Source: an optimization exercise on an open RTL-to-GDS flow (aim: small area, a short achievable clock period and few clock cycles). Production flows keep margins and buffers that such runs may drop.
At most, simulation tests tie the RTL to the original design; equivalence was not proved.
Power and IR drop assume default switching activity.

==> flow/design.v (excerpt) <==
module qsc_encoder (
    input  wire        clk,
    input  wire        rst,
    input  wire        cmd_valid,
    output wire        cmd_ready,
    input  wire [5:0]  cmd_width_m1,
    input  wire [5:0]  cmd_lines_m1,
    input  wire        cmd_hist_reset,
    input  wire        in_valid,
    output wire        in_ready,
    input  wire [7:0]  in_pix,
    output wire        out_valid,
    input  wire        out_ready,
    output wire [7:0]  out_data,
    output wire        done,
    output wire [14:0] nbytes
);
    integer i;
    reg adv;            
    reg in_rdy;
    reg cmd_rdy;
    reg        active;
    reg [5:0]  cur_w, cur_l;
    reg        cur_hr;
    reg [5:0]  j, ln;
    wire last_j  = (j == cur_w);
    wire last_l  = (ln == cur_l);
    wire cmd_acc = cmd_valid && !active;          
    wire take    = in_valid && active && adv;     
    wire blk_out = take && last_j && last_l;      
    assign cmd_ready = cmd_rdy;
    assign in_ready  = in_rdy;
    wire active_nx = cmd_acc || (active && !blk_out);
    always @(posedge clk) begin
        if (rst) begin
            active <= 1'b0;
            j      <= 6'd0;
            ln     <= 6'd0;
        end else begin
            active <= active_nx;
            if (cmd_acc) begin
                cur_w  <= cmd_width_m1;
                cur_l  <= cmd_lines_m1;
                cur_hr <= cmd_hist_reset;
            end
            if (take) begin
                j  <= last_j ? 6'd0 : j + 6'd1;
                if (last_j) ln <= last_l ? 6'd0 : ln + 6'd1;
            end
        end
    end
    reg        v0;
    reg [7:0]  x0;
    reg        f0_first, f0_last, f0_end, f0_hrf, f0_z;
    always @(posedge clk) begin
        if (rst)      v0 <= 1'b0;
        else if (adv) v0 <= take;
        if (adv) begin
            x0       <= in_pix;
            f0_first <= (j == 6'd0);
            f0_last  <= last_j;
            f0_end   <= last_j && last_l;
            f0_hrf   <= cur_hr && (j == 6'd0) && (ln == 6'd0);
            f0_z     <= cur_hr && (ln == 6'd0);
        end
    end
    reg [7:0]  lb [0:61];
    reg [7:0]  bn_reg, b_reg, last_pix;
    wire [5:0] wi  = ~cur_w;                    
    wire       w1  = (cur_w == 6'd0);
    wire       w2  = (cur_w == 6'd1);
  ...
==> flow/config.mk <==
export PLATFORM = sky130hd
export DESIGN_NAME = qsc_encoder
export DESIGN_NICKNAME = qsc_encoder
export VERILOG_FILES = /design/flow/design.v
export SDC_FILE = /design/flow/constraint.sdc
export NUM_CORES = 4
export LEC_CHECK = 0
export ABC_AREA = 1
export CAP_MARGIN = 5
export CORE_MARGIN = 2
export CORE_UTILIZATION = 40
export CTS_BUF_LIST = sky130_fd_sc_hd__clkbuf_16
export CTS_CLUSTER_DIAMETER = 80
export CTS_CLUSTER_SIZE = 24
export SLEW_MARGIN = 5
==> flow/constraint.sdc <==
create_clock -name core_clock -period 12.0 [get_ports {clk}]
set_input_delay 2.4000 -clock core_clock [delete_from_list [all_inputs] [get_ports {clk}]]
set_output_delay 2.4000 -clock core_clock [all_outputs]
set_load 0.01 [all_outputs]
standard.sh (not shown) runs the stock make flow with config.mk's settings and CLKGATE_MAP_FILE= SYNTH_SCRIPT=/design/flow/synth_recipe.tcl, a recipe that flattens the netlist after the stock synthesis.
==> flow/flow/run.sh <==
#!/bin/bash
# The standard layout, with two changes to how it is made:
#  - the port buffers are buf_4 cells instead of the resizer's default choice
#    (a slow delay buffer);
#  - repair_timing is asked for more setup slack than the period needs, so
#    that it sizes the paths for a shorter achieved period.
# The clock period and all constraints are the design's own.
bash standard.sh "BUFFER_PORTS_ARGS=-buffer_cell sky130_fd_sc_hd__buf_4" SETUP_SLACK_MARGIN=8.7 finish > standard.log 2>&1
Change:
--- a/flow/design.v
+++ b/flow/design.v
@@ -18,22 +18,22 @@
     integer i;
     reg adv;            
     reg in_rdy;
     reg cmd_rdy;
     reg        active;
     reg [5:0]  cur_w, cur_l;
     reg        cur_hr;
     reg [5:0]  j, ln;
     wire last_j  = (j == cur_w);
     wire last_l  = (ln == cur_l);
-    wire cmd_acc = cmd_valid && !active;          
-    wire take    = in_valid && active && adv;     
+    wire cmd_acc = cmd_valid && cmd_rdy;
+    wire take    = in_valid && in_rdy;
     wire blk_out = take && last_j && last_l;      
     assign cmd_ready = cmd_rdy;
     assign in_ready  = in_rdy;
     wire active_nx = cmd_acc || (active && !blk_out);
     always @(posedge clk) begin
         if (rst) begin
             active <= 1'b0;
             j      <= 6'd0;
             ln     <= 6'd0;
         end else begin
@@ -299,94 +299,89 @@
     end
     reg [23:0] obuf;
     reg [5:0]  fill;
     reg        pend;
     reg [8:0]  pfld;
     reg [3:0]  pflen;
     reg        pend_end;
     reg        closing;
     reg        done_r;
     reg        ov;
-    reg [14:0] nbc;           
-    reg [14:0] nb_o;          
-    reg [7:0]  od;            
+    reg [14:0] nbc;
     wire        can_acc = (fill < 6'd16) && !pend && !closing;
     wire        take_c  = v2 && can_acc;
     wire [5:0]  pz      = fill + {1'b0, rq2};                   
     wire [6:0]  fe_t    = {1'b0, fill} + {1'b0, rqf2};
     wire [6:0]  fe_p    = {1'b0, fill} + {3'b0, pflen};
     wire        fits_t  = (fe_t <= 7'd24);
     wire        fits_p  = (fe_p <= 7'd24);
     wire [8:0]  f_src   = pend ? pfld : fld2;
     wire [5:0]  f_pos   = pend ? fill : pz;
     wire        f_fits  = pend ? fits_p : fits_t;
     wire [23:0] ins_r   = take_c ? ({runf2, 16'd0} >> fill[3:0]) : 24'd0;
     wire [23:0] ins_f   = (take_c || pend) ? ({f_src, 15'd0} >> f_pos) : 24'd0;
     wire        cmpl    = take_c ? fits_t : (pend && fits_p);    
     wire        c_end   = pend ? pend_end : end2;
     wire [5:0]  fa_t    = end2 ? {fe_t[5:3] + {2'b0, |fe_t[2:0]}, 3'd0} : fe_t[5:0];
     wire [5:0]  fa_p    = pend_end ? {fe_p[5:3] + {2'b0, |fe_p[2:0]}, 3'd0} : fe_p[5:0];
     wire [5:0]  fill_i  = take_c ? (fits_t ? fa_t : pz) :
                           pend   ? (fits_p ? fa_p : fill) : fill;
     wire [23:0] obuf_i  = obuf | ins_r | ins_f;
-    wire        byte_hs = (fill[5:3] != 3'd0) && out_ready;    
-    wire [23:0] obuf_nx = byte_hs ? {obuf_i[15:0], 8'd0} : obuf_i;
+    wire        byte_hs = ov && out_ready;
     wire [5:0]  fill_nx = byte_hs ? {fill_i[5:3] - 3'd1, fill_i[2:0]} : fill_i;
     wire        pend_nx = take_c ? !fits_t : (pend && !fits_p);
     wire        last_b  = closing && (fill == 6'd8);
     wire        clos_nx = (last_b && byte_hs) ? 1'b0 : (cmpl && c_end) ? 1'b1 : closing;
     wire        v2_nx   = adv ? v1 : v2;
     wire        acc_0   = take_c ? (fits_t && !end2 && fe_t < 7'd16) :
                           pend   ? (fits_p && !pend_end && fe_p < 7'd16) :
                                    (fill < 6'd16 && !closing);
     wire        acc_1h  = take_c ? (fits_t && !end2 && fe_t < 7'd24) :
                           pend   ? (fits_p && !pend_end && fe_p < 7'd24) :
                                    (fill < 6'd24 && !(closing && !last_b));
     wire        acc_1   = ov ? acc_1h : acc_0;
     wire        adv_0   = !(v2_nx && !acc_0);
     wire        adv_1   = !(v2_nx && !acc_1);
     wire        adv_nx  = out_ready ? adv_1 : adv_0;
     wire        act_0   = cmd_acc || active;
-    wire        act_1   = cmd_acc || (active && !(adv && last_j && last_l));
+    wire        act_1   = cmd_acc || (active && !(in_rdy && last_j && last_l));
     wire        act_nx  = in_valid ? act_1 : act_0;
     wire        rdy_00  = act_0 && adv_0;
     wire        rdy_01  = act_0 && adv_1;
     wire        rdy_10  = act_1 && adv_0;
     wire        rdy_11  = act_1 && adv_1;
     wire        rdy_nx  = in_valid ? (out_ready ? rdy_11 : rdy_10) : (out_ready ? rdy_01 : rdy_00);
     wire [14:0] nbc_inc = nbc + 15'd1;
     assign out_valid = ov;
-    assign out_data  = od;
+    assign out_data  = obuf[23:16];
     assign done      = done_r;
-    assign nbytes    = nb_o;
+    assign nbytes    = nbc;
     always @(posedge clk) begin
         if (rst) begin
             obuf    <= 24'd0;
             fill    <= 6'd0;
             pend    <= 1'b0;
             closing <= 1'b0;
             done_r  <= 1'b0;
             ov      <= 1'b0;
             nbc     <= 15'd0;
             adv     <= 1'b1;
             in_rdy  <= 1'b0;
             cmd_rdy <= 1'b1;
         end else begin
-            obuf    <= obuf_nx;
+            obuf    <= byte_hs ? {obuf_i[15:0], 8'd0} : obuf_i;
             fill    <= fill_nx;
             pend    <= pend_nx;
             ov      <= (fill_nx >= 6'd8);
             done_r  <= last_b && byte_hs;
             closing <= clos_nx;
-            nbc     <= (last_b && byte_hs) ? 15'd0 : byte_hs ? nbc_inc : nbc;
-            if (last_b && byte_hs) nb_o <= nbc_inc;
-            if (fill_nx >= 6'd8)   od   <= obuf_nx[23:16];
+            nbc     <= done_r ? 15'd0 : byte_hs ? nbc_inc : nbc;
             adv     <= adv_nx;
             in_rdy  <= rdy_nx;
             cmd_rdy <= !act_nx;
         end
         if (take_c) begin
             pfld     <= fld2;
             pflen    <= flen2;
             pend_end <= end2;
         end
     end
What happened:
- routed wire length drops slightly
- first-iteration DRC count climbs slightly
- clock power drops by a few percent
- flip-flop and latch count drops by 23
- die area drops slightly
Testbench counts after the change, summed over its fixed seeds: cycles 139,132.
For the first run of this note, only the layout was checked, not whether the RTL still works.


Setup of the baseline:
Another version of the RTL of qsc_encoder (not shown whole).
For scale: ~1100 flip-flops, roughly 53 I/O pins.
==> flow/config.mk <==
export PLATFORM = sky130hd
export DESIGN_NAME = qsc_encoder
export DESIGN_NICKNAME = qsc_encoder
export VERILOG_FILES = /design/flow/design.v
export SDC_FILE = /design/flow/constraint.sdc
export NUM_CORES = 4
export LEC_CHECK = 0
export ABC_AREA = 1
export CAP_MARGIN = 5
export CORE_MARGIN = 2
export CORE_UTILIZATION = 40
export CTS_BUF_LIST = sky130_fd_sc_hd__clkbuf_16
export CTS_CLUSTER_DIAMETER = 80
export CTS_CLUSTER_SIZE = 24
export SLEW_MARGIN = 5
==> flow/constraint.sdc <==
create_clock -name core_clock -period 12.0 [get_ports {clk}]
set_input_delay 2.4000 -clock core_clock [delete_from_list [all_inputs] [get_ports {clk}]]
set_output_delay 2.4000 -clock core_clock [all_outputs]
set_load 0.01 [all_outputs]
Scripts as last shown in full above: flow/flow/run.sh
Per the final summary, the baseline finished and its layout is clean on timing, DRC and antenna.
Edits applied to the flow inputs when going from the baseline to the candidate:
--- a/flow/design.v
+++ b/flow/design.v
@@ -17,24 +17,24 @@
 );
     integer i;
     reg adv;            
     reg in_rdy;
     reg cmd_rdy;
     reg        active;
     reg [5:0]  cur_w, cur_l;
     reg        cur_hr;
     reg [5:0]  j, ln;
     wire last_j  = (j == cur_w);
     wire last_l  = (ln == cur_l);
-    wire cmd_acc = cmd_valid && !active;          
-    wire take    = in_valid && active && adv;     
+    wire cmd_acc = cmd_valid && cmd_rdy;
+    wire take    = in_valid && in_rdy;
     wire blk_out = take && last_j && last_l;      
     assign cmd_ready = cmd_rdy;
     assign in_ready  = in_rdy;
     wire active_nx = cmd_acc || (active && !blk_out);
     always @(posedge clk) begin
         if (rst) begin
             active <= 1'b0;
             j      <= 6'd0;
             ln     <= 6'd0;
         end else begin
             active <= active_nx;
@@ -289,96 +289,91 @@
         end
     end
     reg [23:0] obuf;
     reg [5:0]  fill;
     reg        pend;
     reg [8:0]  pfld;
     reg [3:0]  pflen;
     reg        pend_end;
     reg        closing;
     reg        done_r;
     reg        ov;
-    reg [14:0] nbc;           
-    reg [14:0] nb_o;          
-    reg [7:0]  od;            
+    reg [14:0] nbc;
     wire        can_acc = (fill < 6'd16) && !pend && !closing;
     wire        take_c  = v2 && can_acc;
     wire [5:0]  pz      = fill + {1'b0, rq2};                   
     wire [6:0]  fe_t    = {1'b0, fill} + {1'b0, rqf2};
     wire [6:0]  fe_p    = {1'b0, fill} + {3'b0, pflen};
     wire        fits_t  = (fe_t <= 7'd24);
     wire        fits_p  = (fe_p <= 7'd24);
     wire [8:0]  f_src   = pend ? pfld : fld2;
     wire [5:0]  f_pos   = pend ? fill : pz;
     wire        f_fits  = pend ? fits_p : fits_t;
     wire [23:0] ins_r   = take_c ? ({runf2, 16'd0} >> fill[3:0]) : 24'd0;
     wire [23:0] ins_f   = (take_c || pend) ? ({f_src, 15'd0} >> f_pos) : 24'd0;
     wire        cmpl    = take_c ? fits_t : (pend && fits_p);    
     wire        c_end   = pend ? pend_end : end2;
     wire [5:0]  fa_t    = end2 ? {fe_t[5:3] + {2'b0, |fe_t[2:0]}, 3'd0} : fe_t[5:0];
     wire [5:0]  fa_p    = pend_end ? {fe_p[5:3] + {2'b0, |fe_p[2:0]}, 3'd0} : fe_p[5:0];
     wire [5:0]  fill_i  = take_c ? (fits_t ? fa_t : pz) :
                           pend   ? (fits_p ? fa_p : fill) : fill;
     wire [23:0] obuf_i  = obuf | ins_r | ins_f;
-    wire        byte_hs = (fill[5:3] != 3'd0) && out_ready;    
-    wire [23:0] obuf_nx = byte_hs ? {obuf_i[15:0], 8'd0} : obuf_i;
+    wire        byte_hs = ov && out_ready;
     wire [5:0]  fill_nx = byte_hs ? {fill_i[5:3] - 3'd1, fill_i[2:0]} : fill_i;
     wire        pend_nx = take_c ? !fits_t : (pend && !fits_p);
     wire        last_b  = closing && (fill == 6'd8);
     wire        clos_nx = (last_b && byte_hs) ? 1'b0 : (cmpl && c_end) ? 1'b1 : closing;
     wire        v2_nx   = adv ? v1 : v2;
     wire        acc_0   = take_c ? (fits_t && !end2 && fe_t < 7'd16) :
                           pend   ? (fits_p && !pend_end && fe_p < 7'd16) :
                                    (fill < 6'd16 && !closing);
     wire        acc_1h  = take_c ? (fits_t && !end2 && fe_t < 7'd24) :
                           pend   ? (fits_p && !pend_end && fe_p < 7'd24) :
                                    (fill < 6'd24 && !(closing && !last_b));
     wire        acc_1   = ov ? acc_1h : acc_0;
     wire        adv_0   = !(v2_nx && !acc_0);
     wire        adv_1   = !(v2_nx && !acc_1);
     wire        adv_nx  = out_ready ? adv_1 : adv_0;
     wire        act_0   = cmd_acc || active;
-    wire        act_1   = cmd_acc || (active && !(adv && last_j && last_l));
+    wire        act_1   = cmd_acc || (active && !(in_rdy && last_j && last_l));
     wire        act_nx  = in_valid ? act_1 : act_0;
     wire        rdy_00  = act_0 && adv_0;
     wire        rdy_01  = act_0 && adv_1;
     wire        rdy_10  = act_1 && adv_0;
     wire        rdy_11  = act_1 && adv_1;
     wire        rdy_nx  = in_valid ? (out_ready ? rdy_11 : rdy_10) : (out_ready ? rdy_01 : rdy_00);
     wire [14:0] nbc_inc = nbc + 15'd1;
     assign out_valid = ov;
-    assign out_data  = od;
+    assign out_data  = obuf[23:16];
     assign done      = done_r;
-    assign nbytes    = nb_o;
+    assign nbytes    = nbc;
     always @(posedge clk) begin
         if (rst) begin
             obuf    <= 24'd0;
             fill    <= 6'd0;
             pend    <= 1'b0;
             closing <= 1'b0;
             done_r  <= 1'b0;
             ov      <= 1'b0;
             nbc     <= 15'd0;
             adv     <= 1'b1;
             in_rdy  <= 1'b0;
             cmd_rdy <= 1'b1;
         end else begin
-            obuf    <= obuf_nx;
+            obuf    <= byte_hs ? {obuf_i[15:0], 8'd0} : obuf_i;
             fill    <= fill_nx;
             pend    <= pend_nx;
             ov      <= (fill_nx >= 6'd8);
             done_r  <= last_b && byte_hs;
             closing <= clos_nx;
-            nbc     <= (last_b && byte_hs) ? 15'd0 : byte_hs ? nbc_inc : nbc;
-            if (last_b && byte_hs) nb_o <= nbc_inc;
-            if (fill_nx >= 6'd8)   od   <= obuf_nx[23:16];
+            nbc     <= done_r ? 15'd0 : byte_hs ? nbc_inc : nbc;
             adv     <= adv_nx;
             in_rdy  <= rdy_nx;
             cmd_rdy <= !act_nx;
         end
         if (take_c) begin
             pfld     <= fld2;
             pflen    <= flen2;
             pend_end <= end2;
         end
     end
 endmodule
Notes after the runs:
Summary: setup slack of the critical path after layout, the candidate better than the baseline
Each of the runs, namely the candidate and the baseline, reached the end of the flow and came out clean.
Mux share of post-synthesis cell area essentially unchanged between the baseline and the candidate.
The candidate reports a lower cell depth of the worst setup path than the baseline does.
Compared with the baseline, in the candidate sequential portion of the cell area dropped 0.35 points; final cell count without fillers barely changed; total of plain and repair buffers excluding clock buffers climbed about 14%; critical path arrival dropped 0.08 ns.
Power (lower): the candidate
The overall global routing resource usage in the candidate sits 0.62 points below the value recorded for the baseline.
Side by side, area after detailed placement turned out lower in the candidate than in the baseline.
Function was not checked in any run of this note: the RTL went through the layout flow alone.

-- afterwards: timing with drivers on the ports --
No port has a modelled driver above. Below, the same layouts with a new extraction and two added sets of constraints.
Step 1 (the two cells are an assumption about what drives the block):
set clk [get_ports {clk}]
set_driving_cell -lib_cell sky130_fd_sc_hd__clkbuf_16 $clk
set_driving_cell -lib_cell sky130_fd_sc_hd__buf_2 [delete_from_list [all_inputs] $clk]
Step 2 moves the port delays by t, midway between the first and last clock arrival at a register: inputs arrive t later, outputs are due t later. That takes back most of the time a late clock gives input paths.
Three values: ideal, step 1, step 2; two values: the first two.
| run | shift t [ns] | slack for setup (ns) | worst hold slack (ns) | worst data-port slew with drivers (ns) | pins driven straight from the clock port |
|---|---|---|---|---|---|
| the first run of note 1 | 0.748 | 8.335 / 8.268 / 8.066 | 0.417 / 0.417 / 0.417 | 0.09 | 1 |
| the second run of note 1 | 0.740 | 8.412 / 8.347 / 8.198 | 0.411 / 0.411 / 0.411 | 0.10 | 1 |
| the baseline | 0.744 | 8.049 / 8.048 / 8.048 | 0.412 / 0.412 / 0.412 | 0.04 | 1 |
| the candidate | 0.733 | 8.123 / 8.123 / 8.123 | 0.399 / 0.399 / 0.399 | 0.04 | 1 |
After both steps setup and hold are still met in every run listed. For the first run of note 1, which loses most, drivers alone change the setup slack by -0.067 ns; drivers and shift together by -0.269 ns.
